From an optimization exercise on the open Yosys and OpenROAD flow, aimed at small area and a short achievable clock period; shortcuts taken in it are not production practice.
The RTL was checked by simulation tests, not by an equivalence proof against the original design.
No activity file was given, so power comes from the tool's default toggle rates.

==> design.v <==
module ec_encode (
    input  wire [255:0] data,
    output reg  [31:0]  check
);
    reg [15:0] rp;
    integer j, k;
    always @* begin
        for (j = 0; j < 16; j = j + 1) begin
            rp[j]         = ^data[16 * j +: 16];
            check[16 + j] = 1'b0;
            for (k = 0; k < 16; k = k + 1)
                check[16 + j] = check[16 + j] ^ data[16 * k + j];
        end
        for (j = 0; j < 16; j = j + 1)
            check[j] = rp[j] ^ rp[(j + 15) % 16];
    end
endmodule
module ec_classify (
    input  wire [31:0]  synd,       
    output reg  [2:0]   cls,
    output reg  [15:0]  row_hit,
    output reg  [15:0]  col_hit
);
    wire [15:0] sr = synd[15:0];
    wire [15:0] sc = synd[31:16];
    reg [4:0] sc_weight;
    reg [4:0] sr_weight;
    integer i, r;
    always @* begin
        sc_weight = 5'd0;
        sr_weight = 5'd0;
        for (i = 0; i < 16; i = i + 1) begin
            sc_weight = sc_weight + {4'd0, sc[i]};
            sr_weight = sr_weight + {4'd0, sr[i]};
        end
        for (r = 0; r < 16; r = r + 1) begin
            row_hit[r] = (sr == ((16'd1 << r) | (16'd1 << ((r + 1) % 16))));
            col_hit[r] = (sc == (16'd1 << r));
        end
        if (synd == 32'd0)
            cls = 3'd0;
        else if (sc_weight >= 5'd12)
            cls = 3'd3;
        else if ((sc_weight == 5'd1 && sr == 16'd0) || (sc == 16'd0 && sr_weight == 5'd1))
            cls = 3'd1;
        else if (col_hit != 16'd0 && row_hit != 16'd0)
            cls = 3'd2;
        else
            cls = 3'd4;
    end
endmodule
module ec_rmw (
    input  wire         clk,
    input  wire         rst_n,
    input  wire         in_valid,
    input  wire [1:0]   in_op,        
    input  wire [31:0]  in_mask,      
    input  wire [255:0] in_wdata,     
    input  wire [31:0]  in_wpoison,   
    input  wire [255:0] in_sdata,     
    input  wire [31:0]  in_scheck,    
    output reg          out_valid,
    output reg  [2:0]   out_class,
    output reg  [31:0]  out_synd,
    output reg  [255:0] out_rdata,
    output reg          out_poison,
    output reg          out_wb,
    output reg  [255:0] out_wdata,
    output reg  [31:0]  out_wcheck,
    output reg          out_ev_ce,
    output reg          out_ev_ue,
    output reg          out_ev_pw
);
    localparam OP_WRITE = 2'd1;
    localparam OP_SCRUB = 2'd2;
    wire [31:0] wmask = (in_op == OP_WRITE) ? in_mask : 32'd0;    
    reg [255:0] mraw;
    integer b;
    always @* begin
        for (b = 0; b < 32; b = b + 1)
            mraw[8 * b +: 8] = wmask[b] ? in_wdata[8 * b +: 8] : in_sdata[8 * b +: 8];
    end
    wire [31:0] scalc, mcalc;
    ec_encode u_senc (.data(in_sdata), .check(scalc));
    ec_encode u_menc (.data(mraw),     .check(mcalc));
    reg         q_valid;
    reg [1:0]   q_op;
    reg [31:0]  q_wmask;
    reg         q_full;
    reg         q_wpm;
    reg [255:0] q_sdata;
    reg [255:0] q_mraw;
    reg [31:0]  q_synd;
    reg [31:0]  q_mcalc;
    always @(posedge clk) begin
        if (!rst_n)
            q_valid <= 1'b0;
        else
            q_valid <= in_valid;
        q_op    <= in_op;
        q_wmask <= wmask;
        q_full  <= &in_mask;
        q_wpm   <= |(in_wpoison & in_mask);
        q_sdata <= in_sdata;
        q_mraw  <= mraw;
        q_synd  <= in_scheck ^ scalc;
        q_mcalc <= mcalc;
    end
    wire [2:0]  cls;
    wire [15:0] row_hit, col_hit;
    ec_classify u_cls (.synd(q_synd), .cls(cls), .row_hit(row_hit), .col_hit(col_hit));
    wire is_data = (cls == 3'd2);
    wire corr    = (cls == 3'd1) || is_data;
    wire ue      = (cls == 3'd4);
    wire bad     = (cls == 3'd3) || ue;
    wire wr      = (q_op == OP_WRITE);
    wire scrub   = (q_op == OP_SCRUB);
    reg [255:0] flip;
    reg [255:0] wflip;        
    reg         wfix;         
    integer r, c;
    always @* begin
        wfix = 1'b0;
        for (r = 0; r < 16; r = r + 1)
            for (c = 0; c < 16; c = c + 1) begin
                flip[16 * r + c]  = row_hit[r] & col_hit[c];
                wflip[16 * r + c] = row_hit[r] & col_hit[c] & ~q_wmask[2 * r + c / 8];
            end
        for (r = 0; r < 16; r = r + 1)
            wfix = wfix | (row_hit[r] & ((|col_hit[7:0] & ~q_wmask[2 * r]) |
                                         (|col_hit[15:8] & ~q_wmask[2 * r + 1])));
    end
    wire wpo  = q_wpm || (!q_full && bad);
    wire wb_poison = wr ? wpo : (scrub && ue);
    always @* begin
        out_valid  = q_valid;
        out_class  = cls;
        out_synd   = q_synd;
        out_rdata  = q_sdata ^ flip;
        out_poison = wr ? wpo : bad;
        out_wb     = wr || (scrub && (corr || ue));
        out_wdata  = q_mraw ^ wflip;
        out_wcheck = q_mcalc ^ (wfix ? q_synd : 32'd0) ^ {wb_poison ? 16'hFFFF : 16'h0000, 16'h0000};
        out_ev_ce  = corr && !(wr && q_full);
        out_ev_ue  = ue && !(wr && q_full);
        out_ev_pw  = wr ? wpo : (scrub && ue);
    end
endmodule
==> run.sh <==
#!/bin/bash
# synth_recipe.tcl (not shown) runs the flow's synth.tcl, then flattens the netlist and writes it again
# the make line also repeats each setting of config.mk as NAME=value (left out here)
make -C /OpenROAD-flow-scripts/flow DESIGN_CONFIG=/design/flow/config.mk WORK_HOME=/design/flow/orfs CLKGATE_MAP_FILE= SYNTH_SCRIPT=/design/flow/synth_recipe.tcl finish
==> config.mk <==
export PLATFORM = sky130hd
export DESIGN_NAME = ec_rmw
export DESIGN_NICKNAME = ec_rmw
export VERILOG_FILES = /design/flow/design.v
export SDC_FILE = /design/flow/constraint.sdc
export NUM_CORES = 4
export LEC_CHECK = 0
export CAP_MARGIN = 20
export CORE_AREA = 5 5 425 425
export DIE_AREA = 0 0 430 430
export SLEW_MARGIN = 20
==> constraint.sdc <==
create_clock -name core_clock -period 12.0 [get_ports {clk}]
set_input_delay 2.4000 -clock core_clock [delete_from_list [all_inputs] [get_ports {clk}]]
set_output_delay 2.4000 -clock core_clock [all_outputs]
set_load 0.01 [all_outputs]
==> results by group <==
Run status
  – Outcome: finished clean

Critical path
  – Startpoint Class: flop
  – Data required, critical path: around 9.6 ns
  – Worst EP arrival: 7.78 ns
  – Worst setup EP type: output pin
  – Crit Path Class: flop to output pin
  – Critical path startpoint: q_synd[10]
  – CP max FO: 14
  – Worst Setup EP: out_wcheck[26]

Detailed routing
  – Remaining DRCs: 0
  – Total wire length: around 270000 um
  – Initial DRT Pass Iterations: 6
  – Routed Antenna Nets: 0
  – DR vias: around 34000
  – Wire per inst: approximately 35 um
  – Vias per cell: between 4 and 5
  – Iteration-0 DRC count of the detailed router: between 3000 and 4000

Floorplan
  – Die height: about 430 um
  – Die X: 430 um
  – I/O pin cnt: ~1200
  – Num rows: approximately 150
  – Die Area: roughly 180000 um^2
  – Initial Utilization: 0.2057
  – Core area: about 180000 um^2

Layout
  – # fillers: ~19000
  – Area of the multi-input gates: 22250 um^2
  – Layout area overhead: 49.92%
  – Share of cells above drive strength 1: 0.05435
  – NumNets Final: 5841
  – Final core utilization: 0.3083
  – Final non-filler cell total: around 7600
  – Sequential cell area: roughly 12000 um^2

CTS
  – Clock slew at reported path FFs: 0.05 ns
  – Hold buffer count at CTS: 0
  – Root Driver: clkbuf_16
  – Htree depth: 3
  – CTS buffer count: 82
  – Post-CTS sizing: 0
  – Clock sinks: between 600 and 700
  – Postcts setup bufs: 0
  – Clock Path Buffers: 3
  – CTS tree: done

GRT
  – First-pass GRT wire length: around 340000 um
  – Total GRT Usage: 0.2766
  – Initial antenna violation count: a little under 60
  – Number of global-route vias before repair: approximately 34000
  – GRT overflow: 0
  – Largest net degree at the start of global routing: 33

Timing
  – Maximum clock rate: approximately 0.098 GHz
  – Fin. Hold Viols: 0
  – Unrepaired setup endpoints after global routing: false
  – Setup tns final: 0 ns
  – Min Clock Period, post-route: slightly above 10 ns
  – Crit share post-route: 0.8486
  – Tightest Pin Transition: between 1 and 1.5 ns
  – Max Slew Vio Count: 0
  – Setup violators final: 0
  – Slew headroom: 0.1444
  – Worst setup margin: 1.817 ns

Hold path
  – Worst Hold Class: input pin to flop

Synth
  – Synthesized Nets: between 4000 and 5000
  – Ys flop type: dfxtp_1
  – Seq/Total Area, Yosys: 0.3396
  – Seq cells post-synth: roughly 610
  – Area fraction of the dominant cell type after synthesis: 0.3396
  – Area leader, netlist: dfxtp_1
  – Mapped Cells: about 3900
  – Synth async-reset ratio: 0
  – EDFF count, synth: 0
  – Syn. warnings: 3
  – Distinct cells, synth: between 70 and 80
  – Synth top area cells: dfxtp_1 34%, xnor2_1 33%, mux2i_1 7.1%
  – Mean Syn Cell Area: ~9.2 um^2
  – Mapped Area: between 30000 and 40000 um^2

Placement
  – DP Wirelength: ~230000 um
  – Port bufs: about 1200
  – GP Congestion: 1.000
  – Dpl cells: approximately 7400
  – Dpl ws: ~2.6 ns

Pwr
  – PwrDens: slightly above 200 nW/um^2
  – Peak VDD IR: between 300 and 400 uV
  – Total power: approximately 11000 uW
  – Leakage: ~0.021 uW

Run
  – Max_cap viols: 0
worst min path at each step:
| stage | startpoint | cells past startpoint | slack [ns] | end |
|---|---|---|---|---|
| 2_1_floorplan | in_op[0] | 0 | 2.43 | q_op[0] |
| 3_3_place_gp | in_op[0] | 1 | 2.96 | q_op[0] |
| 3_5_place_dp | in_op[0] | 1 | 2.94 | q_op[0] |
| 4_1_cts | in_op[0] | 1 | 2.17 | q_op[0] |
| 5_1_grt | in_op[0] | 1 | 2.21 | q_op[0] |
| 6_report | in_op[0] | 1 | 2.26 | q_op[0] |
registers in the layout (all words and copies together), names as in the netlist:
signal / cells
q_synd: 32
q_mcalc: 32
q_wmask: 32
q_full: 1
q_op: 2
q_sdata: 256
q_valid: 1
q_mraw: 256
q_wpm: 1
critical path, cell delays in order (launching register included):
cell             delay (ns)
dfxtp_1                0.86
fa_1                   0.57
fa_1                   0.50
fa_1                   0.49
inv_1                  0.06
fa_1                   0.47
inv_1                  0.05
fa_1                   0.41
fa_1                   0.48
or4b_2                 0.68
a2111oi_1              0.39
buf_4                  0.21
a41o_1                 0.11
or3_1                  0.14
nor2_1                 0.14
buf_4                  0.21
or4_1                  0.50
nand3_1                0.10
clkdlybuf4s50_1        0.72
cell type report:
cell class,instances,share of cell area
inverters,340,0.02355
repair buffers,1280,0.2329
clock inverters,36,0.009768
well taps,2340,0.05404
clock buffers,107,0.04184
diodes,15,0.0006928
multi-input cells,2868,0.4107
flip-flops and latches,613,0.2265
metrics by stage:
| step | area (um^2) | hold WS, ns |
|---|---|---|
| floorplan | 36140 | 2.428 |
| global placement | 51260 | 2.956 |
| detailed placement | 51300 | 2.940 |
| CTS | 54100 | 2.174 |
| global route | 54170 | 2.211 |
| finish | 54180 | 2.264 |
placed cells by master, fill, tap and decap left out, drive strengths merged, types with 6 or more instances in the layout:
| master | count |
|---|---|
| or4 | 24 |
| a21oi | 13 |
| nand4 | 54 |
| nor3b | 9 |
| nor4bb | 12 |
| ha | 23 |
| diode | 15 |
| mux2i | 257 |
| nand3 | 36 |
| nand2b | 12 |
| fa | 20 |
| o211ai | 14 |
| clkinv | 17 |
| dfxtp | 613 |
| nand4b | 19 |
| clkinvlp | 7 |
| xor2 | 177 |
| o21ai | 8 |
| a22oi | 12 |
| clkbuf | 108 |
| and2 | 18 |
| buf | 82 |
| nor4 | 20 |
| nor2 | 105 |
| or2 | 6 |
| clkdlybuf4s50 | 1197 |
| bufinv | 11 |
| inv | 341 |
| nor4b | 9 |
| or3 | 6 |
| xnor2 | 1379 |
| nand2 | 530 |
| nor3 | 37 |
power by group:
part	total, uW	leakage [uW]	internal [uW]	switching, uW
logic	5790	0.0146	2470	3320
registers	2600	0.00516	2290	303
clock network	2650	0.00135	1570	1080
metal layers:
layer | vias up | track usage | part of all wire
li1 | 14860 | - | -
met1 | 16770 | 0.3445 | 0.41
met5 | - | 0 | 0.00048
met3 | 351 | 0.08242 | 0.092
met2 | 1825 | 0.4513 | 0.46
met4 | 20 | 0.1007 | 0.042
cell usage after synthesis (all sizes together), types with 3 or more instances:
cell and number:
fa 20, clkbuf 80, a32oi 4, xor2 177, nand4 54, inv 340
ha 23, xnor2 1379, o21ai 8, nor3b 9, dfxtp 613, nor2b 5
or3 6, buf 38, nor3 37, nand4b 19, nand2 530, and2 18
o211ai 14, nand3 36, nand3b 4, or3b 3, a21oi 13, nor2 105
o32ai 3, nor4b 9, or2 6, mux2i 257, o2111ai 3, or4b 3
a22oi 12, a22o 3, a31oi 4, and4 5, or4 24, nor4 20
and3 5, o221ai 5, and4b 3, nor4bb 12, nand2b 12
cell families after synthesis:
logic type,count (synthesis),synth area share
xor gates and xnor gates,1556,0.3771
buffers and inverters,458,0.05075
muxes,257,0.07118
and+or+nand+nor,925,0.1239
AOI/OAI and AO/OA,87,0.01845
DFF,613,0.3396
adders and majority gates,43,0.01904

==> port drivers added, routing unchanged <==
How much do the figures lean on ideal ports? The routed layout below was timed once more, with nothing changed but the port constraints.
Step 1 (the two cells are an assumption about what drives the block):
set clk [get_ports {clk}]
set_driving_cell -lib_cell sky130_fd_sc_hd__clkbuf_16 $clk
set_driving_cell -lib_cell sky130_fd_sc_hd__buf_2 [delete_from_list [all_inputs] $clk]
Step 2 times the ports against the registers' clock, not the clock port: input delays grow and output delays shrink by t, the midpoint of the rising clock arrivals with the driver on.
Three values: ideal, step 1, step 2; two values: the first two.
t (ns): 0.757
setup slack, ns: 1.817 / 1.744 / 2.501
worst register clock-pin slew, ns: 0.07 / 0.07
After both steps setup and hold are still met in this run. For this run, drivers alone change the setup slack by -0.073 ns; drivers and shift together by +0.684 ns.
